From an optimization exercise on the open Yosys and OpenROAD flow, aimed at small area, a short achievable clock period and few clock cycles per item; shortcuts taken in it are not production practice.
Function was checked by simulation only, so behaviour that the tests miss may differ from the original.

## flow/design.v (module list and top-level ports; edited modules follow where they fit)
// module lk7_svf: 185 lines
// module benc: 56 lines
// module bmt: 1657 lines
// module padd30: 194 lines
// module padd35: 227 lines
// module padd33: 211 lines
module lk7_svf (
    input  wire        clk,
    input  wire        rst,
    input  wire        in_valid,
    output wire        in_ready,
    input  wire        in_ch,
    input  wire        in_clr,
    input  wire [1:0]  in_mode,
    input  wire [1:0]  in_nsec,
    input  wire [31:0] in_x,
    input  wire [31:0] in_a1,
    input  wire [31:0] in_a2,
    input  wire [31:0] in_a3,
    input  wire [31:0] in_k,
    output wire        out_valid,
    output wire [31:0] out_y
);
  // ...
==> flow/flow/run.sh <==
#!/bin/bash
# Own flow: the standard layout (standard.sh) unchanged, except that
# OpenROAD's repair_timing is asked to keep SETUP_SLACK_MARGIN ns of setup
# slack at the design's clock, so that it sizes the critical paths for a
# shorter achieved period.  Clock, constraints and steps are the standard ones.
set -euo pipefail
export SETUP_SLACK_MARGIN=11
bash standard.sh > standard.log 2>&1
==> flow/standard.sh <==
#!/bin/bash
# synth_recipe.tcl (not shown) runs the flow's synth.tcl, then flattens the netlist and writes it again
# the make line also repeats each setting of config.mk as NAME=value (left out here)
make -C /OpenROAD-flow-scripts/flow DESIGN_CONFIG=/design/flow/config.mk WORK_HOME=/design/flow/orfs CLKGATE_MAP_FILE= SYNTH_SCRIPT=/design/flow/synth_recipe.tcl "${@:-finish}"
==> flow/config.mk <==
export PLATFORM = sky130hd
export DESIGN_NAME = lk7_svf
export DESIGN_NICKNAME = lk7_svf
export VERILOG_FILES = /design/flow/design.v
export SDC_FILE = /design/flow/constraint.sdc
export NUM_CORES = 4
export LEC_CHECK = 0
export ABC_AREA = 1
export CAP_MARGIN = 20
export CORE_MARGIN = 2
export CORE_UTILIZATION = 40
export PLACE_DENSITY = 0.6
export SLEW_MARGIN = 20
==> flow/constraint.sdc <==
create_clock -name core_clock -period 20.0 [get_ports {clk}]
set_input_delay 4.0000 -clock core_clock [delete_from_list [all_inputs] [get_ports {clk}]]
set_output_delay 4.0000 -clock core_clock [all_outputs]
set_load 0.01 [all_outputs]
==> impl_metrics.py, run 1 <==
metrics = {
    "global_route": {
        "grt_antenna_before_repair": 16,
        "grt_pass1_wl_um": 569500,
        "grt_use_total_pct": 36.20,
    },
    "job": {
        "cap_viol_max_count": 0,
    },
    "die": {
        "ioPinCount": 203,
        "die_area_mm2": 0.2156,
    },
    "synthesis": {
        "synth-compound-area-share_pct": 14.00,
        "netlist_instances": 10812,
        "ys_ff_latch": 623,
        "ys_warn_count": 1,
    },
    "critical_path": {
        "arrival_ps": 9450,
        "crit_slowest_cell": "fa_1",
        "critPathTopFamily": "adder cells",
        "worstSetupPathType": "flop to flop",
        "rr_worst_depth": 35,
    },
    "layout": {
        "dominant_cells": "multi-input gates",
        "final_common_cell": "nand2_1",
        "nets": 12333,
    },
    "outcome": {
        "status": "no timing/DRC/antenna violations",
    },
    "cts": {
        "cts.path.max_buffers": 3,
        "clkLatencyLatePin_ps": 780,
    },
    "sta": {
        "period_needed_ps": 8850,
        "report.final.slew_viol_count": 0,
        "tightestPinTransition_ps": 1204,
        "finalSetupTns_ps": 0,
        "fmax_ghz": 0.1130,
    },
    "routing": {
        "drt-met1-wl_um": 152700,
    },
}
Testbench counts, summed over its fixed seeds: cycles 35,549, items 9,600.
==> inputs of run 2 (changes only) <==
==> flow/flow/run.sh (replaced) <==
#!/bin/bash
# Own flow: the standard layout (standard.sh) unchanged, except that
# - OpenROAD's repair_timing is asked to keep SETUP_SLACK_MARGIN ns of setup
#   slack at the design's clock, so that it sizes the critical paths for a
#   shorter achieved period;
# - every port is still buffered, with a small buffer (buf_2).
# Clock, constraints and steps are the standard ones.
set -euo pipefail
export SETUP_SLACK_MARGIN=11
export BUFFER_PORTS_ARGS="-buffer_cell sky130_fd_sc_hd__buf_2"
bash standard.sh > standard.log 2>&1
==> run 2 against run 1 <==
Net effect: sequential share of layout area up 0.22 points; cell count about the same; worst setup slack worse by 59 ps; die area unchanged; register-to-register slack worse by 60 ps; via count up 0.65%; first-iteration DRC count up 0.51%; critical path type unchanged; largest cell class unchanged.
==> impl_metrics.py, run 2 <==
metrics = {
    "outcome": {
        "status": "no timing/DRC/antenna violations",
    },
    "routing": {
        "vias": 82995,
        "drc_errors": 0,
        "routed_via_density": 6.096,
        "final_antenna_net_count": 0,
        "drt_iter0_drc": 11919,
        "drtPass1Iterations": 10,
        "wl_per_cell_um": 30.16,
        "drt-total-wl_um": 410600,
    },
    "sta": {
        "report.final.slew_viol_count": 0,
        "tightestPinTransition_ps": 1302,
        "fmax_ghz": 0.1122,
        "period_needed_ps": 8909,
        "setup_viol": 0,
        "finalWorstSetupSlack_ps": 11090,
        "period_share_pct": 44.55,
        "clock_skew_ps": 53.16,
        "rsz0062_at_grt": "yes",
        "finalSetupTns_ps": 0,
        "maxSlewHeadroom_pct": 12.92,
        "hold_viol_final": 0,
    },
    "die": {
        "rows": 168,
        "die_area_mm2": 0.2156,
        "core_area_mm2": 0.2102,
        "die_y_um": 464.3,
        "ioPinCount": 203,
        "die_w_um": 464.3,
        "start_util_pct": 40.32,
    },
    "layout": {
        "reg.largest.list": "ic1_q: 128 flops, ic2_q: 128 flops",
        "final_common_cell": "nand2_1",
        "syn2layout_area_growth_pct": 15.11,
        "layout-drive-gt1-share_pct": 11.52,
        "final_cell_mix": "2009 x nand2_1, 1568 x inv_1, 1140 x xor2_1, 1037 x fa_1, 992 x o22ai_1",
        "final_core_util_pct": 46.42,
        "nets": 12334,
        "fin_cells": 13615,
        "final.fill_count": 20607,
    },
    "critical_path": {
        "critPathMostFrequentCell": "nand2_1",
        "worstSetupPathType": "flop to flop",
        "arrival_ps": 9510,
        "end_kind": "flop",
        "cp_slowest_stage_delay_ps": 710,
        "cp.required_ps": 20600,
        "cp_max_fo": 29,
        "rr_worst_depth": 37,
        "start_kind": "flop",
        "crit_slowest_cell": "xnor2_1",
    },
    "global_route": {
        "grt-ovfl-total": 0,
        "grt_pass1_vias": 80219,
        "grt_start_max_net_pins": 73,
        "grt_antenna_before_repair": 16,
        "grt_pass1_wl_um": 569100,
        "grt_use_total_pct": 35.94,
    },
    "cts": {
        "cts_tree": "done",
        "clkLatencyLatePin_ps": 750,
        "root_buffer": "clkbuf_16",
        "hold_buffers": 0,
        "cts.path.max_buffers": 3,
        "clk_pin_slew_ps": 60,
        "cts_buffers": 80,
        "cts_num_sinks": 623,
        "cts_max_level": 3,
    },
    "synthesis": {
        "synthDistinctLibCells": 57,
        "synth_top_area_share_pct": 24.80,
        "ys_warn_count": 1,
        "synth_top_cell_by_area": "fa_1",
        "synth-simple-area-share_pct": 14.29,
        "synth_top_family_by_area": "adder cells",
        "async_reset_ff_share_pct": 0,
        "synthMuxAreaShare_pct": 1.004,
        "synth_commonest_cells": "2061 x nand2_1, 1601 x inv_1, 1143 x xor2_1, 1050 x fa_1, 994 x o22ai_1",
        "synthAdderAreaFrac_pct": 30.35,
        "synthXorXnorAreaFrac_pct": 12.80,
        "yosysSeqAreaShare_pct": 16.60,
        "netlist_instances": 10812,
        "ys_ff_latch": 623,
        "synth_fp_nets": 12407,
        "synth-compound-area-share_pct": 14.00,
        "syn_area_per_cell_um2": 7.839,
        "syn_area_mm2": 0.08476,
        "synth_most_common_cell": "nand2_1",
        "synth.area.top_cells": "fa_1 25%, xor2_1 12%, dfxtp_1 11%",
        "synth-edff-count": 160,
        "synth_ff_type": "dfxtp_1",
    },
    "placement": {
        "dp_hpwl_um": 274400,
        "gp_congestion": 1.029,
        "dpl_worst_slack_ps": 8431,
        "port_buffers": 202,
        "dp.cells": 13263,
    },
    "worst_hold_path": {
        "min_path_type": "flop to flop",
        "hold_depth": 2,
    },
    "job": {
        "cap_viol_max_count": 0,
    },
}
-- run 2: cell types whose count changed in the layout (fill, tap and decap cells not counted), moves of 8 or more --
cell             previous run  this run
clkdlybuf4s50_1           201         0
nand2_1                  2018      2009
buf_6                      28        37
clkbuf_16                 135       122
nand2_4                    11        19
buf_4                     186       196
buf_2                       1       203
buf_16                     26        15
-- run 2: worst paths after layout --
kind	from	to	slack, ps
worst max register to register	p2$_SDFF_PP0_	xo_r[9]$_DFFE_PP_	11090
worst max-delay path	p2$_SDFF_PP0_	xo_r[9]$_DFFE_PP_	11090
worst min register to register	ic2_q[2][11]$_SDFFE_PP0P_	ic2_q[2][11]$_SDFFE_PP0P_	460
worst min-delay path	ic2_q[2][11]$_SDFFE_PP0P_	ic2_q[2][11]$_SDFFE_PP0P_	460
-- run 2: per-stage QoR --
stage | area [µm²] | hold WS, ps
after global placement | 89010 | 448.4
after floorplan | 84760 | 442.2
after CTS | 93610 | 463.6
after detailed placement | 89060 | 454.9
final | 97570 | 463.2
after global routing | 97550 | 478.9
-- run 2: critical path, delay by kind of cell, from the launching register on --
kind / cells / cell delay, ps
xor gates and xnor gates: 2 / 910
AOI/OAI and AO/OA: 4 / 560
adders and majority gates: 7 / 3340
DFF: 1 / 440
buffers and inverters: 10 / 1860
and+or+nand+nor: 14 / 1510
-- run 2: cell type report --
class                           count  area (µm²)  share of cell area, %
Clock buffer                      105        2196                  2.251
Multi-Input combinational cell   7782       64080                  65.68
Tap cell                         2805        3510                  3.597
Timing Repair inverter              4       33.78                0.03462
Sequential cell                   623       14150                  14.50
Clock inverter                     39       461.7                 0.4732
Antenna cell                        9       22.52                0.02308
Inverter                         1628        6290                  6.447
Timing Repair Buffer              620        6827                  6.997
-- run 2: logic make-up (layout without fill, tap and decap cells) --
| family | Yosys count | after routing |
|---|---|---|
| compound gates | 2023 | 2023 |
| simple gates | 3002 | 3009 |
| buf+inv | 2414 | 2396 |
| other cells | 0 | 9 |
| fa+ha+maj | 1426 | 1426 |
| flops | 623 | 623 |
| xor+xnor | 1239 | 1239 |
| mux | 85 | 85 |
-- run 2: metal layers --
metal	vias to the layer above	global-route usage [%]	routed length, µm
li1	34481	-	-
met1	40184	46.03	149200
met2	6559	52.54	168900
met3	1743	11.84	58500
met4	28	21.31	33720
met5	-	0.3788	306
-- run 2: repair_timing --
action	4_1_cts	5_1_grt
endpoints found under the hold margin	0	0
buffers inserted	16	122
gates cloned	14	47
gates resized for setup	371	467
pin swaps	14	63
setup endpoints to repair	408	347
==> inputs of run 3 (changes only) <==
--- a/flow/flow/run.sh
+++ b/flow/flow/run.sh
@@ -6,6 +6,6 @@
 # - every port is still buffered, with a small buffer (buf_2).
 # Clock, constraints and steps are the standard ones.
 set -euo pipefail
-export SETUP_SLACK_MARGIN=11
+export SETUP_SLACK_MARGIN=11.2
 export BUFFER_PORTS_ARGS="-buffer_cell sky130_fd_sc_hd__buf_2"
 bash standard.sh > standard.log 2>&1
==> run 3 against run 2 <==
Net effect: first-iteration DRC count rose by 6.3%; cell area increased by 2.9%; cell count increased by 1.1%; non-clock buffer count increased by 137; maximum frequency rose by 2.0%; sequential share of layout area decreased by 0.40 points; synthesized cell count is the same; critical endpoint is now xo_r[1]$_DFFE_PP_; largest cell class unchanged; highest routed layer unchanged.
==> impl_metrics.py, run 3 <==
metrics = {
    "die": {
        "die_y_um": 464.3,
        "start_util_pct": 40.32,
        "die_area_mm2": 0.2156,
        "core_area_mm2": 0.2102,
        "rows": 168,
        "ioPinCount": 203,
        "die_w_um": 464.3,
    },
    "global_route": {
        "grt_pass1_wl_um": 571900,
        "grt_pass1_vias": 80553,
        "grt-ovfl-total": 0,
        "grt_start_max_net_pins": 73,
        "grt_use_total_pct": 36.13,
        "grt_antenna_before_repair": 18,
    },
    "layout": {
        "final_cell_mix": "1976 x nand2_1, 1549 x inv_1, 1137 x xor2_1, 1026 x fa_1, 990 x o22ai_1",
        "reg.largest.list": "ic1_q: 128 flops, ic2_q: 128 flops",
        "nets": 12473,
        "final_common_cell": "nand2_1",
        "syn2layout_area_growth_pct": 18.45,
        "design_area_mm2": 0.1004,
        "layout-drive-gt1-share_pct": 13.59,
    },
    "sta": {
        "finalSetupTns_ps": 0,
        "report.final.slew_viol_count": 0,
        "tightestPinTransition_ps": 1323,
        "hold_viol_final": 0,
        "period_needed_ps": 8735,
        "clock_skew_ps": 39.97,
        "period_share_pct": 43.68,
        "setup_viol": 0,
        "rsz0062_at_grt": "yes",
        "fin_hold_ws_ps": 462.7,
        "fmax_ghz": 0.1145,
        "maxSlewHeadroom_pct": 11.49,
    },
    "cts": {
        "cts_buffers": 80,
        "root_buffer": "clkbuf_16",
        "cts_tree": "done",
        "cts_max_level": 3,
        "cts_num_sinks": 623,
        "clkLatencyLatePin_ps": 740,
        "hold_buffers": 0,
        "cts.path.max_buffers": 3,
        "clk_pin_slew_ps": 60,
    },
    "routing": {
        "drtPass1Iterations": 9,
        "wl_per_cell_um": 30.76,
        "vias": 84097,
        "drc_errors": 0,
        "drt_iter0_drc": 12675,
        "drt-total-wl_um": 423200,
        "final_antenna_net_count": 0,
        "routed_via_density": 6.113,
    },
    "synthesis": {
        "yosysSeqAreaShare_pct": 16.60,
        "netlist_instances": 10812,
        "synth_fp_nets": 12407,
        "syn_area_per_cell_um2": 7.839,
        "synth_ff_type": "dfxtp_1",
        "async_reset_ff_share_pct": 0,
        "ys_ff_latch": 623,
        "synth-edff-count": 160,
        "syn_area_mm2": 0.08476,
        "synth_top_cell_by_area": "fa_1",
        "synth_most_common_cell": "nand2_1",
        "synth_commonest_cells": "2061 x nand2_1, 1601 x inv_1, 1143 x xor2_1, 1050 x fa_1, 994 x o22ai_1",
        "synth_top_area_share_pct": 24.80,
        "ys_warn_count": 1,
        "synth.area.top_cells": "fa_1 25%, xor2_1 12%, dfxtp_1 11%",
        "synthDistinctLibCells": 57,
    },
    "placement": {
        "dpl_cell_area_mm2": 0.08906,
        "gp_congestion": 1.029,
        "port_buffers": 202,
        "dp_hpwl_um": 274400,
    },
    "critical_path": {
        "arrival_ps": 9330,
        "crit_slowest_cell": "xnor2_1",
        "r2r_slack_ps": 11260,
        "cp_slowest_stage_delay_ps": 730,
        "cp.required_ps": 20600,
        "cp_max_fo": 65,
        "critPathMostFrequentCell": "fa_1",
        "end_kind": "flop",
        "start_kind": "flop",
        "worstSetupPathType": "flop to flop",
    },
    "job": {
        "cap_viol_max_count": 0,
    },
    "outcome": {
        "status": "no timing/DRC/antenna violations",
    },
    "worst_hold_path": {
        "min_path_type": "flop to flop",
    },
}
[run 3: cell types whose count changed in the layout (fill, tap and decap cells not counted), sizes merged]
cell    before   now
clkinv      30    32
diode        9    13
buf        568   677
nand2     2095  2096
bufbuf       5    10
clkbuf     152   175
inv       1628  1625
bufinv       8    10
[run 3: per-layer routing]
metal | vias to the layer above | GRT usage, % | part of all wire (%)
met2 | 6727 | 52.29 | 40
met3 | 1984 | 12.46 | 15
met4 | 22 | 22.81 | 9.2
met5 | - | 0.1783 | 0.063
li1 | 34777 | - | -
met1 | 40587 | 45.86 | 36
[run 3: final cells by class]
| cell class | instances | area (µm²) |
|---|---|---|
| fillers | 20262 | 109800 |
| diodes | 13 | 32.53 |
| clock inverters | 39 | 461.7 |
| flip-flops and latches | 623 | 14160 |
| well taps | 2805 | 3510 |
| inverters | 1628 | 6335 |
| repair buffers | 757 | 9000 |
| multi-input cells | 7783 | 64650 |
| repair inverters | 5 | 56.30 |
| clock buffers | 105 | 2196 |
[run 3: stage by stage]
| step | util, % | worst slack [ps] | cells |
|---|---|---|---|
| 2_1_floorplan | - | 11700 | 10812 |
| 3_3_place_gp | 42.35 | 8493 | 13261 |
| 3_5_place_dp | 42.37 | 8431 | 13263 |
| 4_1_cts | 45.11 | 11180 | 13472 |
| 5_1_grt | 47.75 | 11090 | 13746 |
| 6_report | 47.76 | 11260 | 13758 |
[run 3: worst paths after layout]
path | endpoint | start | depth (start not counted)
setup / recovery | xo_r[1]$_DFFE_PP_ | dop_r[0]$_DFF_P_ | 30
hold / removal | ic2_q[2][3]$_SDFFE_PP0P_ | ic2_q[2][3]$_SDFFE_PP0P_ | 2
setup reg to reg | xo_r[1]$_DFFE_PP_ | dop_r[0]$_DFF_P_ | 30
hold reg to reg | ic2_q[2][3]$_SDFFE_PP0P_ | ic2_q[2][3]$_SDFFE_PP0P_ | 2
[run 3: repair_timing]
action	CTS	global route
pin swaps	25	126
gates resized for setup	532	486
setup buffers	42	199
gates cloned	23	74
endpoints found under the setup margin	412	346
[run 3: cells by family after synthesis]
logic type | Yosys count | share of synthesized area, %
compound gates | 2023 | 14.00
xor+xnor | 1239 | 12.80
fa+ha+maj | 1426 | 30.35
buf+inv | 2414 | 10.95
flops | 623 | 16.60
mux | 85 | 1.004
simple gates | 3002 | 14.29
[run 3: worst max-delay path, delay by kind of cell, from the launching register on]
family / cells / cell delay, ps
adder cells (fa/ha/maj): 8 / 3950
AND/OR/NAND/NOR: 10 / 1490
buffers and inverters: 8 / 1280
XOR/XNOR: 2 / 870
AO/OA/AOI/OAI: 2 / 450
flip-flops: 1 / 420
==> inputs of run 4 (changes only) <==
--- a/flow/flow/run.sh
+++ b/flow/flow/run.sh
@@ -6,6 +6,6 @@
 # - every port is still buffered, with a small buffer (buf_2).
 # Clock, constraints and steps are the standard ones.
 set -euo pipefail
-export SETUP_SLACK_MARGIN=11.2
+export SETUP_SLACK_MARGIN=11
 export BUFFER_PORTS_ARGS="-buffer_cell sky130_fd_sc_hd__buf_2"
 bash standard.sh > standard.log 2>&1
--- a/flow/config.mk
+++ b/flow/config.mk
@@ -6,8 +6,8 @@
 export NUM_CORES = 4
 export LEC_CHECK = 0
 export ABC_AREA = 1
-export CAP_MARGIN = 20
+export CAP_MARGIN = 10
 export CORE_MARGIN = 2
 export CORE_UTILIZATION = 40
 export PLACE_DENSITY = 0.6
-export SLEW_MARGIN = 20
+export SLEW_MARGIN = 10
==> run 4 against run 3 <==
Net effect: highest routed layer unchanged; clock skew is 2.2 ps lower; die area is the same; global-route usage down 0.25 points; flip-flop and latch count is the same; cell count shrank 0.74%; via count down 1.3%.
==> impl_metrics.py, run 4 <==
metrics = {
    "synthesis": {
        "ys_warn_count": 1,
        "synthDistinctLibCells": 57,
        "synth-edff-count": 160,
        "synth_top_area_share_pct": 24.80,
        "synth-simple-area-share_pct": 14.29,
        "syn_area_per_cell_um2": 7.839,
        "synth_most_common_cell": "nand2_1",
        "netlist_instances": 10812,
        "synthAdderAreaFrac_pct": 30.35,
        "synthMuxAreaShare_pct": 1.004,
        "synth_commonest_cells": "2061 x nand2_1, 1601 x inv_1, 1143 x xor2_1, 1050 x fa_1, 994 x o22ai_1",
        "synth-compound-area-share_pct": 14.00,
        "synth_ff_type": "dfxtp_1",
        "synth_top_cell_by_area": "fa_1",
        "yosysSeqAreaShare_pct": 16.60,
        "synthXorXnorAreaFrac_pct": 12.80,
        "synth_fp_nets": 12407,
        "ys_ff_latch": 623,
        "syn_area_mm2": 0.08476,
        "synth.area.top_cells": "fa_1 25%, xor2_1 12%, dfxtp_1 11%",
        "async_reset_ff_share_pct": 0,
        "synth_top_family_by_area": "adder cells",
    },
    "placement": {
        "dpl_cell_area_mm2": 0.08902,
        "port_buffers": 202,
        "gp_congestion": 1.029,
        "dp_hpwl_um": 274200,
    },
    "cts": {
        "cts.path.max_buffers": 3,
        "cts_max_level": 3,
        "hold_buffers": 0,
        "clkLatencyLatePin_ps": 760,
        "root_buffer": "clkbuf_16",
        "cts_buffers": 78,
        "cts_num_sinks": 623,
        "clk_pin_slew_ps": 60,
        "cts_tree": "done",
    },
    "global_route": {
        "grt_start_max_net_pins": 73,
        "grt_pass1_wl_um": 567400,
        "grt_antenna_before_repair": 19,
        "grt_use_total_pct": 35.88,
        "grt_pass1_vias": 79932,
        "grt-ovfl-total": 0,
    },
    "routing": {
        "wl_per_cell_um": 30.17,
        "final_antenna_net_count": 0,
        "drt-total-wl_um": 412000,
        "routed_via_density": 6.081,
        "drt_iter0_drc": 12353,
        "drc_errors": 0,
        "drtPass1Iterations": 12,
        "vias": 83045,
    },
    "sta": {
        "period_share_pct": 45.33,
        "fmax_ghz": 0.1103,
        "tightestPinTransition_ps": 1466,
        "hold_viol_final": 0,
        "finalSetupTns_ps": 0,
        "clock_skew_ps": 37.79,
        "maxSlewHeadroom_pct": 1.552,
        "setup_viol": 0,
        "rsz0062_at_grt": "no",
        "period_needed_ps": 9066,
        "report.final.slew_viol_count": 0,
    },
    "critical_path": {
        "r2r_start": "p2$_SDFF_PP0_",
        "start_kind": "flop",
        "end_kind": "flop",
        "worstSetupPathType": "flop to flop",
        "r2r-end": "dop_r[15]$_DFF_P_",
        "r2r_slack_ps": 10930,
        "rr_worst_depth": 33,
        "cp_slowest_stage_delay_ps": 1030,
        "cp_max_fo": 29,
        "cp.required_ps": 20690,
        "critPathMostFrequentCell": "fa_1",
        "crit_slowest_cell": "xnor2_1",
        "arrival_ps": 9750,
    },
    "job": {
        "cap_viol_max_count": 0,
    },
    "layout": {
        "reg.largest.list": "ic1_q: 128 flops, ic2_q: 128 flops",
        "layout-drive-gt1-share_pct": 11.76,
        "nets": 12371,
        "design_area_mm2": 0.09836,
        "final_cell_mix": "2010 x nand2_1, 1567 x inv_1, 1140 x xor2_1, 1037 x fa_1, 992 x o22ai_1",
        "final_common_cell": "nand2_1",
        "syn2layout_area_growth_pct": 16.04,
    },
    "worst_hold_path": {
        "min_path_type": "flop to flop",
        "hold_depth": 2,
        "hp-start": "ic1_q[1][16]$_SDFFE_PP0P_",
        "holdPathEnd": "ic1_q[1][16]$_SDFFE_PP0P_",
    },
    "outcome": {
        "status": "no timing/DRC/antenna violations",
    },
    "die": {
        "start_util_pct": 40.32,
        "die_area_mm2": 0.2156,
        "die_w_um": 464.3,
        "rows": 168,
        "ioPinCount": 203,
        "core_area_mm2": 0.2102,
        "die_y_um": 464.3,
    },
}
==> run 4: area by class of cell <==
type | count | area [µm²]
tap | 2805 | 3510
antenna | 11 | 27.53
inverter | 1628 | 6319
sequential | 623 | 14150
clock buffer | 100 | 2212
fill | 20586 | 111800
timing repair buffer | 659 | 7478
multi-input combinational | 7783 | 64150
clock inverter | 44 | 467.9
timing repair inverter | 3 | 41.29
==> run 4: layer usage <==
metal | vias up | track usage, % | share of wire [%]
li1 | 34561 | - | -
met1 | 40270 | 45.88 | 37
met2 | 6424 | 52.01 | 41
met3 | 1772 | 11.91 | 14
met4 | 18 | 22.37 | 8.7
met5 | - | 0 | 0.033
==> run 4: worst max path at each step <==
stage                      start  slack, ps                       end  cells past startpoint
2_1_floorplan      p2$_SDFF_PP0_      11700         dop_r[23]$_DFF_P_                     42
3_3_place_gp       p0$_SDFF_PP1_       8490  ic2_q[1][6]$_SDFFE_PP0P_                     35
3_5_place_dp       p0$_SDFF_PP1_       8430  ic2_q[1][8]$_SDFFE_PP0P_                     35
4_1_cts        dop_r[17]$_DFF_P_      11000        xo_r[28]$_DFFE_PP_                     38
5_1_grt        f_mode[0]$_DFF_P_      10950         dop_r[31]$_DFF_P_                     44
6_report           p2$_SDFF_PP0_      10930         dop_r[15]$_DFF_P_                     33
==> run 4: through the flow <==
stage               std cells  utilization (%)  worst slack, ps  hold slack [ps]
floorplan               10812                -            11700            442.2
global placement        13261            42.35             8493            448.4
detailed placement      13262            42.35             8431            454.6
CTS                     13442            44.63            11000            464.3
global route            13646            46.78            10950            476.6
finish                  13656            46.79            10930            462.7
==> run 4: worst max-delay path, delay by kind of cell (launching register included) <==
kind            cells  cell delay, ps
compound gates      4             630
xor+xnor            2            1200
fa+ha+maj           7            3510
buf+inv            10            1470
flops               1             510
mux                 1             250
simple gates        9            1330
==> run 4: kinds of logic after synthesis <==
family | after synthesis
fa+ha+maj | 1426
mux | 85
simple gates | 3002
xor+xnor | 1239
compound gates | 2023
buf+inv | 2414
flops | 623
==> run 4: repair_timing <==
action | 4_1_cts | 5_1_grt
pin swaps | 13 | 80
setup buffers | 20 | 147
setup endpoints to repair | 409 | 346
gates cloned | 16 | 56
gates resized for setup | 397 | 463
==> inputs of run 5 (changes only) <==
--- a/flow/config.mk
+++ b/flow/config.mk
@@ -6,8 +6,9 @@
 export NUM_CORES = 4
 export LEC_CHECK = 0
 export ABC_AREA = 1
-export CAP_MARGIN = 10
+export CAP_MARGIN = 20
 export CORE_MARGIN = 2
 export CORE_UTILIZATION = 40
-export PLACE_DENSITY = 0.6
-export SLEW_MARGIN = 10
+export GPL_ROUTABILITY_DRIVEN = 0
+export PLACE_DENSITY = 0.7
+export SLEW_MARGIN = 20
==> run 5 against run 4 <==
Net effect: still clean on timing, DRC and antenna; maximum frequency is 0.99% higher; sequential share of layout area is 0.31 points higher; via count is 0.36% lower; global-route usage is 3.4 points lower; clock-buffer cell count is 4 higher; synthesized cell count stayed put; largest cell class unchanged; highest routed layer unchanged.
==> impl_metrics.py, run 5 <==
metrics = {
    "critical_path": {
        "r2r_start": "p2$_SDFF_PP0_",
        "r2r_slack_ps": 11020,
        "worstSetupPathType": "flop to flop",
        "crit_start": "p2$_SDFF_PP0_",
        "cp_slowest_stage_delay_ps": 990,
        "cp_max_fo": 29,
        "rr_worst_depth": 34,
        "critical_path_buf_inv_count": 8,
        "start_kind": "flop",
        "cp_num_cells": 34,
        "cp.required_ps": 20690,
        "end_kind": "flop",
        "arrival_ps": 9670,
        "crit_slowest_cell": "xor2_1",
        "critPathTopFamily": "adder cells",
        "critPathMostFrequentCell": "nand2_1",
        "r2r-end": "dop_r[8]$_DFF_P_",
        "worstSetupEndpoint": "dop_r[8]$_DFF_P_",
    },
    "sta": {
        "hold_viol_final": 0,
        "period_needed_ps": 8977,
        "report.final.slew_viol_count": 0,
        "setup_viol": 0,
        "rsz0062_at_grt": "yes",
        "fmax_ghz": 0.1114,
        "finalSetupTns_ps": 0,
        "maxSlewHeadroom_pct": 9.406,
        "tightestPinTransition_ps": 1349,
        "period_share_pct": 44.89,
        "clock_skew_ps": 63.51,
    },
    "routing": {
        "drt_iter0_drc": 13953,
        "drt-total-wl_um": 373500,
        "drtPass1Iterations": 12,
        "wl_per_cell_um": 27.57,
        "vias": 82742,
        "drc_errors": 0,
        "routed_via_density": 6.107,
        "final_antenna_net_count": 0,
    },
    "synthesis": {
        "synth_top_cell_by_area": "fa_1",
        "netlist_instances": 10812,
        "synthDistinctLibCells": 57,
        "syn_area_per_cell_um2": 7.839,
        "yosysSeqAreaShare_pct": 16.60,
        "synth_commonest_cells": "2061 x nand2_1, 1601 x inv_1, 1143 x xor2_1, 1050 x fa_1, 994 x o22ai_1",
        "ys_warn_count": 1,
        "synth.area.top_cells": "fa_1 25%, xor2_1 12%, dfxtp_1 11%",
        "synth_most_common_cell": "nand2_1",
        "syn_area_mm2": 0.08476,
        "synth-edff-count": 160,
        "synth_ff_type": "dfxtp_1",
        "synth_fp_nets": 12407,
        "ys_ff_latch": 623,
        "synth_top_area_share_pct": 24.80,
        "async_reset_ff_share_pct": 0,
    },
    "die": {
        "rows": 168,
        "die_w_um": 464.3,
        "core_area_mm2": 0.2102,
        "die_area_mm2": 0.2156,
        "start_util_pct": 40.32,
        "die_y_um": 464.3,
        "ioPinCount": 203,
    },
    "layout": {
        "syn2layout_area_growth_pct": 13.40,
        "nets": 12264,
        "fin_cells": 13548,
        "final.fill_count": 20202,
        "final_core_util_pct": 45.73,
        "layout-drive-gt1-share_pct": 10.19,
        "final_cell_mix": "2042 x nand2_1, 1573 x inv_1, 1140 x xor2_1, 1036 x fa_1, 993 x o22ai_1",
        "final_common_cell": "nand2_1",
        "seq_area_mm2": 0.01413,
        "reg.largest.list": "ic1_q: 128 flops, ic2_q: 128 flops",
        "multi_input_area_mm2": 0.06334,
        "design_area_mm2": 0.09612,
    },
    "placement": {
        "dpl_cell_area_mm2": 0.08894,
        "dp.cells": 13251,
        "dp_hpwl_um": 239500,
        "port_buffers": 202,
    },
    "global_route": {
        "grt_start_max_net_pins": 85,
        "grt_pass1_vias": 77357,
        "grt_antenna_before_repair": 15,
        "grt-ovfl-total": 0,
        "grt_pass1_wl_um": 521100,
        "grt_use_total_pct": 32.43,
    },
    "job": {
        "cap_viol_max_count": 0,
    },
    "cts": {
        "root_buffer": "clkbuf_16",
        "cts_num_sinks": 623,
        "cts_tree": "done",
        "clkLatencyLatePin_ps": 770,
        "cts_max_level": 3,
        "hold_buffers": 0,
        "cts_buffers": 77,
        "clk_pin_slew_ps": 60,
        "cts.path.max_buffers": 3,
    },
    "outcome": {
        "status": "no timing/DRC/antenna violations",
    },
    "worst_hold_path": {
        "min_path_type": "flop to flop",
    },
}
run 5: cell counts after synthesis:
Identical to the previous run, type by type.
run 5: how the worst min path moves through the flow:
| stage | startpoint | end | slack, ps | cells past startpoint |
|---|---|---|---|---|
| after CTS | rdy_r$_SDFF_PP0_ | acc$_SDFF_PP0_ | 450 | 2 |
| final | rdy_r$_SDFF_PP0_ | acc$_SDFF_PP0_ | 450 | 2 |
| after global placement | rdy_r$_SDFF_PP0_ | acc$_SDFF_PP0_ | 450 | 2 |
| after detailed placement | rdy_r$_SDFF_PP0_ | acc$_SDFF_PP0_ | 450 | 2 |
| after floorplan | ic2_q[1][1]$_SDFFE_PP0P_ | ic2_q[1][1]$_SDFFE_PP0P_ | 440 | 2 |
| after global routing | ic2_q[2][24]$_SDFFE_PP0P_ | ic2_q[2][24]$_SDFFE_PP0P_ | 470 | 2 |
run 5: repair_timing:
action | 4_1_cts | 5_1_grt
endpoints found under the setup margin | 418 | 346
resized for setup | 270 | 395
cloned | 11 | 44
endpoints found under the hold margin | 0 | 0
pin swaps | 5 | 35
buffers inserted | 22 | 67
run 5: final cells by class:
cell class              instances  share of cell area, %
multi-input cells            7779                  65.90
flip-flops and latches        623                  14.70
inverters                    1628                  6.545
repair buffers                556                  6.402
well taps                    2805                  3.651
clock buffers                 104                  2.273
clock inverters                36                 0.4517
repair inverters                4                0.04296
diodes                         13                0.03384
run 5: stage by stage:
step	setup WS, ps	hold slack (ps)
6_report	11020	454.3
4_1_cts	11000	454.7
2_1_floorplan	11700	442.2
5_1_grt	10910	472.5
3_5_place_dp	8566	445.5
3_3_place_gp	8654	449.1
run 5: cells by family (layout without fill, tap and decap cells):
group,count (synthesis),after routing,synth area share [%]
other,0,13,0
AOI/OAI and AO/OA,2023,2024,14.00
xor gates and xnor gates,1239,1239,12.80
DFF,623,623,16.60
and+or+nand+nor,3002,3005,14.29
buffers and inverters,2414,2328,10.95
adders and majority gates,1426,1426,30.35
muxes,85,85,1.004
run 5: routing by layer:
metal	vias up	share of wire (%)	track usage (%)
met2	7614	39	44.91
li1	34344	-	-
met5	-	0.10	0.8467
met4	30	10	22.47
met3	2244	18	15.29
met1	38510	33	39.41
run 5: tightest hold or removal path, cell delays in order, from the launching register on:
cell,delay [ps]
dfxtp_1,300
nand2_1,70
nor2_1,40
==> inputs of run 6 (changes only) <==
--- a/flow/flow/run.sh
+++ b/flow/flow/run.sh
@@ -6,6 +6,6 @@
 # - every port is still buffered, with a small buffer (buf_2).
 # Clock, constraints and steps are the standard ones.
 set -euo pipefail
-export SETUP_SLACK_MARGIN=11
+export SETUP_SLACK_MARGIN=11.2
 export BUFFER_PORTS_ARGS="-buffer_cell sky130_fd_sc_hd__buf_2"
 bash standard.sh > standard.log 2>&1
==> run 6 against run 5 <==
Net effect: still clean on timing, DRC and antenna; clock skew shrank 3.9 ps; flip-flop and latch count is the same; synthesized cell count is the same; hold slack is essentially flat; critical path type unchanged.
==> impl_metrics.py, run 6 <==
metrics = {
    "critical_path": {
        "crit_start": "p2$_SDFF_PP0_",
        "cp_max_fo": 29,
        "cp_slowest_stage_delay_ps": 960,
        "critical_path_buf_inv_count": 11,
        "critPathMostFrequentCell": "fa_1",
        "arrival_ps": 9470,
        "end_kind": "flop",
        "r2r_start": "p2$_SDFF_PP0_",
        "crit_slowest_cell": "xor2_1",
        "worstSetupPathType": "flop to flop",
        "start_kind": "flop",
        "critPathTopFamily": "adder cells",
        "cp.required_ps": 20690,
    },
    "global_route": {
        "grt_pass1_wl_um": 525300,
        "grt_pass1_vias": 77917,
        "grt-ovfl-total": 0,
        "grt_use_total_pct": 32.76,
        "grt_start_max_net_pins": 85,
        "grt_antenna_before_repair": 23,
    },
    "layout": {
        "final_common_cell": "nand2_1",
        "design_area_mm2": 0.09749,
        "final.fill_count": 20057,
        "nets": 12319,
        "syn2layout_area_growth_pct": 15.02,
        "final_core_util_pct": 46.38,
        "layout-drive-gt1-share_pct": 11.24,
        "reg.largest.list": "ic1_q: 128 flops, ic2_q: 128 flops",
        "final_cell_mix": "2019 x nand2_1, 1566 x inv_1, 1139 x xor2_1, 1028 x fa_1, 993 x o22ai_1",
    },
    "die": {
        "die_area_mm2": 0.2156,
        "ioPinCount": 203,
        "start_util_pct": 40.32,
        "rows": 168,
        "core_area_mm2": 0.2102,
        "die_y_um": 464.3,
        "die_w_um": 464.3,
    },
    "synthesis": {
        "async_reset_ff_share_pct": 0,
        "synth_fp_nets": 12407,
        "yosysSeqAreaShare_pct": 16.60,
        "syn_area_mm2": 0.08476,
        "synthDistinctLibCells": 57,
        "synth_top_area_share_pct": 24.80,
        "netlist_instances": 10812,
        "synth_top_cell_by_area": "fa_1",
        "synth-edff-count": 160,
        "synth.area.top_cells": "fa_1 25%, xor2_1 12%, dfxtp_1 11%",
        "ys_warn_count": 1,
        "synth_commonest_cells": "2061 x nand2_1, 1601 x inv_1, 1143 x xor2_1, 1050 x fa_1, 994 x o22ai_1",
        "synth_ff_type": "dfxtp_1",
        "syn_area_per_cell_um2": 7.839,
        "synth_most_common_cell": "nand2_1",
        "ys_ff_latch": 623,
    },
    "cts": {
        "cts_tree": "done",
        "clkLatencyLatePin_ps": 780,
        "cts.path.max_buffers": 3,
        "clk_pin_slew_ps": 60,
        "cts_num_sinks": 623,
        "cts_max_level": 3,
        "cts_buffers": 77,
        "root_buffer": "clkbuf_16",
        "hold_buffers": 0,
    },
    "sta": {
        "maxSlewHeadroom_pct": 9.979,
        "report.final.slew_viol_count": 0,
        "period_needed_ps": 8776,
        "rsz0062_at_grt": "yes",
        "clock_skew_ps": 59.57,
        "hold_viol_final": 0,
        "fmax_ghz": 0.1140,
        "period_share_pct": 43.88,
        "setup_viol": 0,
        "finalSetupTns_ps": 0,
        "tightestPinTransition_ps": 1341,
    },
    "routing": {
        "drt-total-wl_um": 378900,
        "drc_errors": 0,
        "drtPass1Iterations": 14,
        "wl_per_cell_um": 27.85,
        "final_antenna_net_count": 0,
        "drt_iter0_drc": 13791,
        "routed_via_density": 6.111,
        "vias": 83123,
    },
    "worst_hold_path": {
        "hp-start": "rdy_r$_SDFF_PP0_",
        "min_path_type": "flop to flop",
    },
    "placement": {
        "dpl_cell_area_mm2": 0.08894,
        "dp_hpwl_um": 239500,
        "port_buffers": 202,
    },
    "outcome": {
        "status": "no timing/DRC/antenna violations",
    },
    "job": {
        "cap_viol_max_count": 0,
    },
}
-- run 6: cell types whose count changed in the layout (fill, tap and decap cells not counted), sizes merged --
cell	delta
bufinv	+2
buf	+48
nand2	+2
inv	-3
clkbuf	-3
bufbuf	+8
diode	-1
clkinv	+1
-- run 6: final cells by class --
type / instances / area [µm²] / share of cell area (%)
diodes: 12 / 30.03 / 0.03080
well taps: 2805 / 3510 / 3.600
clock inverters: 36 / 434.2 / 0.4453
clock buffers: 104 / 2185 / 2.241
repair buffers: 609 / 7077 / 7.259
repair inverters: 4 / 48.80 / 0.05005
flip-flops and latches: 623 / 14140 / 14.51
inverters: 1628 / 6334 / 6.496
multi-input cells: 7781 / 63730 / 65.37
-- run 6: worst paths after layout --
| check | endpoint | slack, ps | depth (start not counted) |
|---|---|---|---|
| max | dop_r[6]$_DFF_P_ | 11220 | 33 |
| min | acc$_SDFF_PP0_ | 450 | 2 |
| max reg2reg | dop_r[6]$_DFF_P_ | 11220 | 33 |
| min reg2reg | acc$_SDFF_PP0_ | 450 | 2 |
-- run 6: per-stage QoR --
stage	setup slack (ps)	hold slack, ps	std cells
2_1_floorplan	11700	442.2	10812
3_3_place_gp	8654	449.1	13251
3_5_place_dp	8566	445.5	13251
4_1_cts	11130	454.7	13442
5_1_grt	11030	472.5	13590
6_report	11220	454.3	13602
-- run 6: metal layers --
layer  vias up  global-route usage [%]  routed length [µm]
met2      7774                   45.12              146800
met1     38585                   39.42              124600
met3      2295                   16.05               68550
li1      34423                       -                   -
met4        46                   23.41               38270
met5         -                  0.1337                 651
-- run 6: tightest hold or removal path, delay by kind of cell (launching register included) --
| family | cells | cell delay [ps] |
|---|---|---|
| flip-flops | 1 | 300 |
| AND/OR/NAND/NOR | 2 | 110 |
-- run 6: cells by family (layout without fill, tap and decap cells) --
| family | after synthesis | count (layout) | share of synthesized area (%) |
|---|---|---|---|
| muxes | 85 | 85 | 1.004 |
| and+or+nand+nor | 3002 | 3007 | 14.29 |
| other | 0 | 12 | 0 |
| AOI/OAI and AO/OA | 2023 | 2024 | 14.00 |
| adders and majority gates | 1426 | 1426 | 30.35 |
| xor gates and xnor gates | 1239 | 1239 | 12.80 |
| DFF | 623 | 623 | 16.60 |
| buffers and inverters | 2414 | 2381 | 10.95 |
-- run 6: repair_timing --
| item | 4_1_cts | 5_1_grt |
|---|---|---|
| hold endpoints to repair | 0 | 0 |
| gates cloned | 21 | 43 |
| pin swaps | 6 | 74 |
| buffers inserted | 30 | 105 |
| setup endpoints to repair | 419 | 346 |
| gates resized for setup | 343 | 451 |
==> module lk7_svf, before the edit <==
module lk7_svf (
    input  wire        clk,
    input  wire        rst,
    input  wire        in_valid,
    output wire        in_ready,
    input  wire        in_ch,
    input  wire        in_clr,
    input  wire [1:0]  in_mode,
    input  wire [1:0]  in_nsec,
    input  wire [31:0] in_x,
    input  wire [31:0] in_a1,
    input  wire [31:0] in_a2,
    input  wire [31:0] in_a3,
    input  wire [31:0] in_k,
    output wire        out_valid,
    output wire [31:0] out_y
);
    function [31:0] sat35;
        input [34:0] v;
        begin
            if (v[34:31] == 4'b0000 || v[34:31] == 4'b1111)
                sat35 = v[31:0];
            else if (v[34])
                sat35 = 32'h8000_0000;
            else
                sat35 = 32'h7FFF_FFFF;
        end
    endfunction
    function [31:0] upd;
        input [34:0] s;
        input [34:0] z;
        input        b;
        begin
            if (!(s[34:31] == 4'b0000 || s[34:31] == 4'b1111))
                upd = s[34] ? 32'h8000_0000 : 32'h7FFF_FFFF;
            else if (z[34:30] == 5'b00000 || z[34:30] == 5'b11111)
                upd = {z[30:0], b};
            else
                upd = z[34] ? 32'h8000_0000 : 32'h7FFF_FFFF;
        end
    endfunction
    reg        vr;
    reg        f_ch, f_clr;
    reg [1:0]  f_mode, f_nsec;
    reg [31:0] f_x, f_a1, f_a2, f_a3, f_k;
    always @(posedge clk) begin
        vr     <= in_valid;
        f_ch   <= in_ch;
        f_clr  <= in_clr;
        f_mode <= in_mode;
        f_nsec <= in_nsec;
        f_x    <= in_x;
        f_a1   <= in_a1;
        f_a2   <= in_a2;
        f_a3   <= in_a3;
        f_k    <= in_k;
    end
    reg        busy;      
    reg        p0, p1, p2;   
    reg        sec;       
    reg        acc;       
    reg        ov_r;
    reg        rdy_r;     
    wire go      = ~busy & vr & ~acc;            
    wire act     = busy | go;
    wire pass    = (f_nsec == 2'd0);
    wire lastsec = sec | ~f_nsec[1];
    wire hpn     = f_mode[1];
    wire do_p0   = p0 & (busy | (go & ~pass));
    wire do_p1   = p1;
    wire do_p2   = p2;
    wire sec_end = (p1 & ~hpn) | p2;
    wire done    = (go & pass) | (sec_end & lastsec);
    wire busy_n  = do_p0 | (busy & ~done);
    wire p0_n    = ~do_p0 & (p0 | sec_end);
    wire p1_n    = do_p0;
    wire sec_n   = sec_end ? ~lastsec : sec;
    wire go_n    = ~busy_n & in_valid & ~(rdy_r & in_valid);
    wire rdy_n   = (busy_n | go_n)
                 & ((in_nsec == 2'd0)
                    | ((sec_n | ~in_nsec[1]) & ((p0_n & ~in_mode[1]) | (p1_n & in_mode[1]))));
    assign in_ready  = rdy_r;
    assign out_valid = ov_r;
    assign out_y     = xo_r;
    reg [31:0] ic1_q [0:3];
    reg [31:0] ic2_q [0:3];
    wire [1:0]  idx  = {f_ch, sec};
    wire [31:0] ic1c = ic1_q[idx];
    wire [31:0] ic2c = ic2_q[idx];
    wire        clr0 = go & f_clr;                
    wire [31:0] ic2g = clr0 ? 32'd0 : ic2c;
    reg  [31:0] dop_r;        
    reg  [31:0] xo_r;         
    reg  [63:0] pa_r;         
    reg  [63:0] pb_r;         
    wire [31:0] v2_r = pb_r[31:0];
    wire [31:0] xcur = sec ? xo_r : f_x;    
    wire [34:0] v3d;
    wire [32:0] xm;
    wire        g_v3, p_v3, g_xm, p_xm;
    padd35 sub_v3 (.a({{3{xcur[31]}}, xcur}), .b(~{{3{ic2g[31]}}, ic2g}), .cin(1'b1),
                   .s(v3d), .gout(g_v3), .pout(p_v3));
    padd33 sub_xm (.a({xo_r[31], xo_r}), .b(~(f_mode[0] ? 33'd0 : {v2_r[31], v2_r})), .cin(1'b1),
                   .s(xm), .gout(g_xm), .pout(p_xm));
    wire [31:0] v3_n = sat35(v3d);
    wire [15:0] b_one, b_two, b_neg;
    benc enc (.b(dop_r), .flip(p2), .one(b_one), .two(b_two), .neg(b_neg));
    wire [31:0] m1 = p2 ? f_k : f_a2;
    wire [31:0] m2 = p0 ? f_a1 : f_a3;
    wire [64:0] c1 = ({65{p0}} & {{3{ic2g[31]}}, ic2g, 30'h2000_0000})
                   | ({65{p1}} & {pa_r[63], pa_r})
                   | ({65{p2}} & {{2{xm[32]}}, xm, 30'h1FFF_FFFF});
    wire [64:0] c2 = p0 ? 65'h0_2000_0000 : {pb_r[63], pb_r};
    wire [34:0] r1 = ~{{4{ic1c[31]}}, ic1c[31:1]};
    wire [34:0] r2 = ~{{4{ic2c[31]}}, ic2c[31:1]};
    wire [64:0] s1, s2;
    wire [34:0] z1, z2;
    bmt  t1 (.a(m1), .one(b_one), .two(b_two), .neg(b_neg), .c(c1),
             .r(r1), .e(~ic1c[0]), .s(s1), .z(z1));
    bmt  t2 (.a(m2), .one(b_one), .two(b_two), .neg(b_neg), .c(c2),
             .r(r2), .e(~ic2c[0]), .s(s2), .z(z2));
    wire [31:0] v1_n  = sat35(s1[64:30]);
    wire [31:0] v2_n  = sat35(s2[64:30]);
    wire [31:0] ic1_n = upd(s1[64:30], z1, ic1c[0]);
    wire [31:0] ic2_n = upd(s2[64:30], z2, ic2c[0]);
    wire [31:0] yv    = p2 ? v1_n : (f_mode[0] ? v1_n : v2_n);
    wire        wr0    = do_p1 & (idx == {in_ch, 1'b0});
    wire [31:0] ic1_nr = in_clr ? 32'd0 : (wr0 ? ic1_n : ic1_q[{in_ch, 1'b0}]);
    integer i;
    always @(posedge clk) begin
        if (do_p0) begin
            pa_r <= s2[63:0];
            pb_r <= s1[63:0];
        end else if (do_p1) begin
            pb_r[31:0] <= v2_n;
        end
        if ((go & pass) | (do_p0 & ~sec))
            xo_r <= f_x;
        else if (sec_end)
            xo_r <= yv;
        if (do_p0)
            dop_r <= v3_n;
        else if (do_p1 & hpn)
            dop_r <= v1_n;
        else if (sec_end & ~lastsec)
            dop_r <= ic1_q[{f_ch, 1'b1}];
        else
            dop_r <= ic1_nr;
        if (rst) begin
            for (i = 0; i < 4; i = i + 1) begin
                ic1_q[i] <= 32'd0;
                ic2_q[i] <= 32'd0;
            end
        end else if (clr0) begin
            ic1_q[{f_ch, 1'b0}] <= 32'd0;
            ic1_q[{f_ch, 1'b1}] <= 32'd0;
            ic2_q[{f_ch, 1'b0}] <= 32'd0;
            ic2_q[{f_ch, 1'b1}] <= 32'd0;
        end else if (do_p1) begin
            ic1_q[idx] <= ic1_n;
            ic2_q[idx] <= ic2_n;
        end
    end
    always @(posedge clk) begin
        if (rst) begin
            busy <= 1'b0;
            p0   <= 1'b1;
            p1   <= 1'b0;
            p2   <= 1'b0;
            sec  <= 1'b0;
            acc  <= 1'b0;
            ov_r <= 1'b0;
            rdy_r <= 1'b0;
        end else begin
            rdy_r <= rdy_n;
            acc  <= in_ready & in_valid;
            ov_r <= done;
            busy <= busy_n;
            p0   <= p0_n;
            p1   <= p1_n;
            p2   <= do_p1 & hpn;
            sec  <= sec_n;
        end
    end
endmodule
==> inputs of run 7 (changes only) <==
--- a/flow/design.v
+++ b/flow/design.v
@@ -90,6 +90,7 @@
     wire        clr0 = go & f_clr;                
     wire [31:0] ic2g = clr0 ? 32'd0 : ic2c;
     reg  [31:0] dop_r;        
+    reg  [31:0] dop2_r;       
     reg  [31:0] xo_r;         
     reg  [63:0] pa_r;         
     reg  [63:0] pb_r;         
@@ -103,8 +104,9 @@
     padd33 sub_xm (.a({xo_r[31], xo_r}), .b(~(f_mode[0] ? 33'd0 : {v2_r[31], v2_r})), .cin(1'b1),
                    .s(xm), .gout(g_xm), .pout(p_xm));
     wire [31:0] v3_n = sat35(v3d);
-    wire [15:0] b_one, b_two, b_neg;
-    benc enc (.b(dop_r), .flip(p2), .one(b_one), .two(b_two), .neg(b_neg));
+    wire [15:0] b_one, b_two, b_neg, b2_one, b2_two, b2_neg;
+    benc enc  (.b(dop_r), .flip(p2), .one(b_one), .two(b_two), .neg(b_neg));
+    benc enc2 (.b(dop2_r), .flip(1'b0), .one(b2_one), .two(b2_two), .neg(b2_neg));
     wire [31:0] m1 = p2 ? f_k : f_a2;
     wire [31:0] m2 = p0 ? f_a1 : f_a3;
     wire [64:0] c1 = ({65{p0}} & {{3{ic2g[31]}}, ic2g, 30'h2000_0000})
@@ -117,7 +119,7 @@
     wire [34:0] z1, z2;
     bmt  t1 (.a(m1), .one(b_one), .two(b_two), .neg(b_neg), .c(c1),
              .r(r1), .e(~ic1c[0]), .s(s1), .z(z1));
-    bmt  t2 (.a(m2), .one(b_one), .two(b_two), .neg(b_neg), .c(c2),
+    bmt  t2 (.a(m2), .one(b2_one), .two(b2_two), .neg(b2_neg), .c(c2),
              .r(r2), .e(~ic2c[0]), .s(s2), .z(z2));
     wire [31:0] v1_n  = sat35(s1[64:30]);
     wire [31:0] v2_n  = sat35(s2[64:30]);
@@ -146,6 +148,12 @@
             dop_r <= ic1_q[{f_ch, 1'b1}];
         else
             dop_r <= ic1_nr;
+        if (do_p0)
+            dop2_r <= v3_n;
+        else if (sec_end & ~lastsec)
+            dop2_r <= ic1_q[{f_ch, 1'b1}];
+        else if (~(do_p1 & hpn))
+            dop2_r <= ic1_nr;
         if (rst) begin
             for (i = 0; i < 4; i = i + 1) begin
                 ic1_q[i] <= 32'd0;
--- a/flow/flow/run.sh
+++ b/flow/flow/run.sh
@@ -6,6 +6,6 @@
 # - every port is still buffered, with a small buffer (buf_2).
 # Clock, constraints and steps are the standard ones.
 set -euo pipefail
-export SETUP_SLACK_MARGIN=11.2
+export SETUP_SLACK_MARGIN=11
 export BUFFER_PORTS_ARGS="-buffer_cell sky130_fd_sc_hd__buf_2"
 bash standard.sh > standard.log 2>&1
--- a/flow/config.mk
+++ b/flow/config.mk
@@ -9,6 +9,5 @@
 export CAP_MARGIN = 20
 export CORE_MARGIN = 2
 export CORE_UTILIZATION = 40
-export GPL_ROUTABILITY_DRIVEN = 0
-export PLACE_DENSITY = 0.7
+export PLACE_DENSITY = 0.6
 export SLEW_MARGIN = 20
==> run 7 against run 6 <==
Net effect: clock-buffer cell count increased by 4; cell count increased by 1.9%; synthesized area increased by 1.7%; worst setup slack got worse by 140 ps; highest routed layer unchanged; wire length increased by 11%; via count increased by 0.63%; register-to-register slack got worse by 140 ps; critical path depth decreased by 1; die area increased by 1.7%; non-clock buffer count increased by 123.
==> impl_metrics.py, run 7 <==
metrics = {
    "synthesis": {
        "yosysSeqAreaShare_pct": 17.44,
        "ys_warn_count": 1,
        "synth-edff-count": 192,
        "syn_area_per_cell_um2": 7.914,
        "ys_ff_latch": 655,
        "synthDistinctLibCells": 57,
        "synth_top_area_share_pct": 24.38,
        "synth_ff_type": "dfxtp_1",
        "synth.area.top_cells": "fa_1 24%, xor2_1 12%, dfxtp_1 11%",
        "syn_area_mm2": 0.08621,
        "synth_fp_nets": 12491,
        "synth_commonest_cells": "1848 x nand2_1, 1606 x inv_1, 1132 x xor2_1, 1050 x fa_1, 994 x o22ai_1",
        "synth_most_common_cell": "nand2_1",
        "netlist_instances": 10894,
        "synth_top_cell_by_area": "fa_1",
        "async_reset_ff_share_pct": 0,
    },
    "placement": {
        "gp_congestion": 1.036,
        "dp_hpwl_um": 284900,
        "port_buffers": 202,
        "dpl_worst_slack_ps": 7792,
    },
    "sta": {
        "fmax_ghz": 0.1122,
        "period_needed_ps": 8917,
        "finalSetupTns_ps": 0,
        "setup_viol": 0,
        "tightestPinTransition_ps": 1251,
        "rsz0062_at_grt": "yes",
        "hold_viol_final": 0,
        "finalWorstSetupSlack_ps": 11080,
        "report.final.slew_viol_count": 0,
        "maxSlewHeadroom_pct": 15.97,
        "period_share_pct": 44.58,
        "clock_skew_ps": 114.7,
    },
    "global_route": {
        "grt_antenna_before_repair": 18,
        "grt_start_max_net_pins": 72,
        "grt-ovfl-total": 0,
        "grt_pass1_wl_um": 581500,
        "grt_pass1_vias": 80518,
        "grt_use_total_pct": 36.68,
    },
    "cts": {
        "root_buffer": "clkbuf_16",
        "cts_num_sinks": 655,
        "clkLatencyLatePin_ps": 770,
        "cts_max_level": 3,
        "clk_pin_slew_ps": 60,
        "cts.path.max_buffers": 3,
        "cts_buffers": 83,
        "cts_tree": "done",
    },
    "layout": {
        "layout-drive-gt1-share_pct": 14.07,
        "nets": 12544,
        "reg.largest.list": "ic1_q: 128 flops, ic2_q: 128 flops",
        "final.fill_count": 20913,
        "final_core_util_pct": 47.05,
        "final_common_cell": "nand2_1",
        "syn2layout_area_growth_pct": 17.02,
        "final_cell_mix": "1736 x nand2_1, 1565 x inv_1, 1128 x xor2_1, 1018 x fa_1, 992 x o22ai_1",
    },
    "critical_path": {
        "start_kind": "flop",
        "arrival_ps": 9450,
        "cp.required_ps": 20540,
        "crit_slowest_cell": "xnor2_1",
        "critPathMostFrequentCell": "fa_1",
        "worstSetupPathType": "flop to flop",
        "end_kind": "flop",
        "cp_max_fo": 32,
        "cp_slowest_stage_delay_ps": 680,
    },
    "die": {
        "start_util_pct": 40.21,
        "ioPinCount": 203,
        "rows": 170,
        "core_area_mm2": 0.2144,
        "die_w_um": 468.2,
        "die_area_mm2": 0.2193,
        "die_y_um": 468.2,
    },
    "routing": {
        "drt_iter0_drc": 11694,
        "drt-total-wl_um": 418800,
        "final_antenna_net_count": 0,
        "wl_per_cell_um": 30.22,
        "drtPass1Iterations": 9,
        "routed_via_density": 6.035,
        "vias": 83644,
        "drc_errors": 0,
    },
    "job": {
        "cap_viol_max_count": 0,
    },
    "worst_hold_path": {
        "min_path_type": "flop to flop",
    },
    "outcome": {
        "status": "no timing/DRC/antenna violations",
    },
}
-- run 7: final timing paths --
kind,startpoint,endpoint,slack (ps),cells after the start
worst max-delay path,dop2_r[7]$_DFFE_PP_,xo_r[7]$_DFFE_PP_,11080,32
worst min-delay path,rdy_r$_SDFF_PP0_,acc$_SDFF_PP0_,450,2
worst min register to register,rdy_r$_SDFF_PP0_,acc$_SDFF_PP0_,450,2
worst max register to register,dop2_r[7]$_DFFE_PP_,xo_r[7]$_DFFE_PP_,11080,32
-- run 7: layout make-up --
type,instances,area (µm²),area share (%)
tap,2838,3551,3.520
multi-input combinational,7836,65130,64.56
antenna,5,12.51,0.01240
clock buffer,108,2352,2.332
timing repair buffer,732,7863,7.794
inverter,1639,6329,6.273
sequential,655,15060,14.93
clock inverter,46,588.1,0.5829
-- run 7: cells by family (layout without fill, tap and decap cells) --
family	Yosys count	count (layout)	synth area share [%]
muxes	77	77	0.8940
buffers and inverters	2413	2525	10.72
AOI/OAI and AO/OA	2192	2192	14.66
other	0	5	0
adders and majority gates	1428	1428	29.87
DFF	655	655	17.44
xor gates and xnor gates	1235	1235	12.56
and+or+nand+nor	2894	2904	13.85
-- run 7: what timing repair did --
action,4_1_cts,5_1_grt
pin swaps,27,114
hold endpoints to repair,0,0
hold buffers,0,0
gates resized for setup,407,486
cloned,33,36
setup endpoints to repair,450,382
buffers inserted,71,148
-- run 7: worst max-delay path, delay by kind of cell, from the launching register on --
family / cells / cell delay [ps]
xor+xnor: 2 / 860
fa+ha+maj: 7 / 3530
flops: 1 / 330
compound gates: 4 / 770
simple gates: 11 / 1730
buf+inv: 8 / 1420
-- run 7: through the flow --
stage	std cells	hold WS, ps	area, µm²
floorplan	10894	440.5	86210
detailed placement	13412	448.8	90720
finish	13859	451.5	100900
CTS	13670	457.3	96860
global route	13855	476.4	100900
global placement	13410	446.1	90660
-- run 7: layer usage --
| layer | vias up | GRT usage, % | routed length (µm) |
|---|---|---|---|
| met5 | - | 0.3953 | 211 |
| met4 | 22 | 21.98 | 33560 |
| met3 | 1446 | 10.99 | 55480 |
| met2 | 6066 | 52.72 | 171500 |
| met1 | 40910 | 48.30 | 158100 |
| li1 | 35200 | - | - |
Testbench counts of run 7, summed over its fixed seeds: cycles 35,549, items 9,600.

what the ideal ports hide:
How much do the figures lean on ideal ports? The routed layouts below were timed once more, with nothing changed but the port constraints. Step 1, drivers: a clkbuf_16 drives clk and a buf_2 each remaining input, both assumed. Step 2, shift: input delay + t, output delay - t, t = (earliest + latest rising clock arrival at the registers) / 2. This alone moves slack from input paths to output paths. Slacks: no drivers / after step 1 / after step 2; pairs: no drivers / after step 1.
run | t (ns) | slack for setup (ns) | latest minus earliest clock arrival (ns) | worst register clock-pin slew, ns
run 1 | 0.835 | 11.150 / 11.150 / 11.150 | 0.082 / 0.083 | 0.09 / 0.09
run 2 | 0.824 | 11.091 / 11.091 / 11.091 | 0.053 / 0.054 | 0.07 / 0.07
run 3 | 0.816 | 11.265 / 11.265 / 11.265 | 0.041 / 0.041 | 0.08 / 0.08
run 4 | 0.836 | 10.934 / 10.934 / 10.934 | 0.038 / 0.038 | 0.07 / 0.07
run 5 | 0.828 | 11.023 / 11.023 / 11.023 | 0.065 / 0.065 | 0.10 / 0.10
run 6 | 0.840 | 11.224 / 11.224 / 11.224 | 0.067 / 0.067 | 0.10 / 0.10
run 7 | 0.801 | 11.083 / 11.083 / 11.083 | 0.114 / 0.114 | 0.08 / 0.08
After both steps every run listed still meets setup and hold.
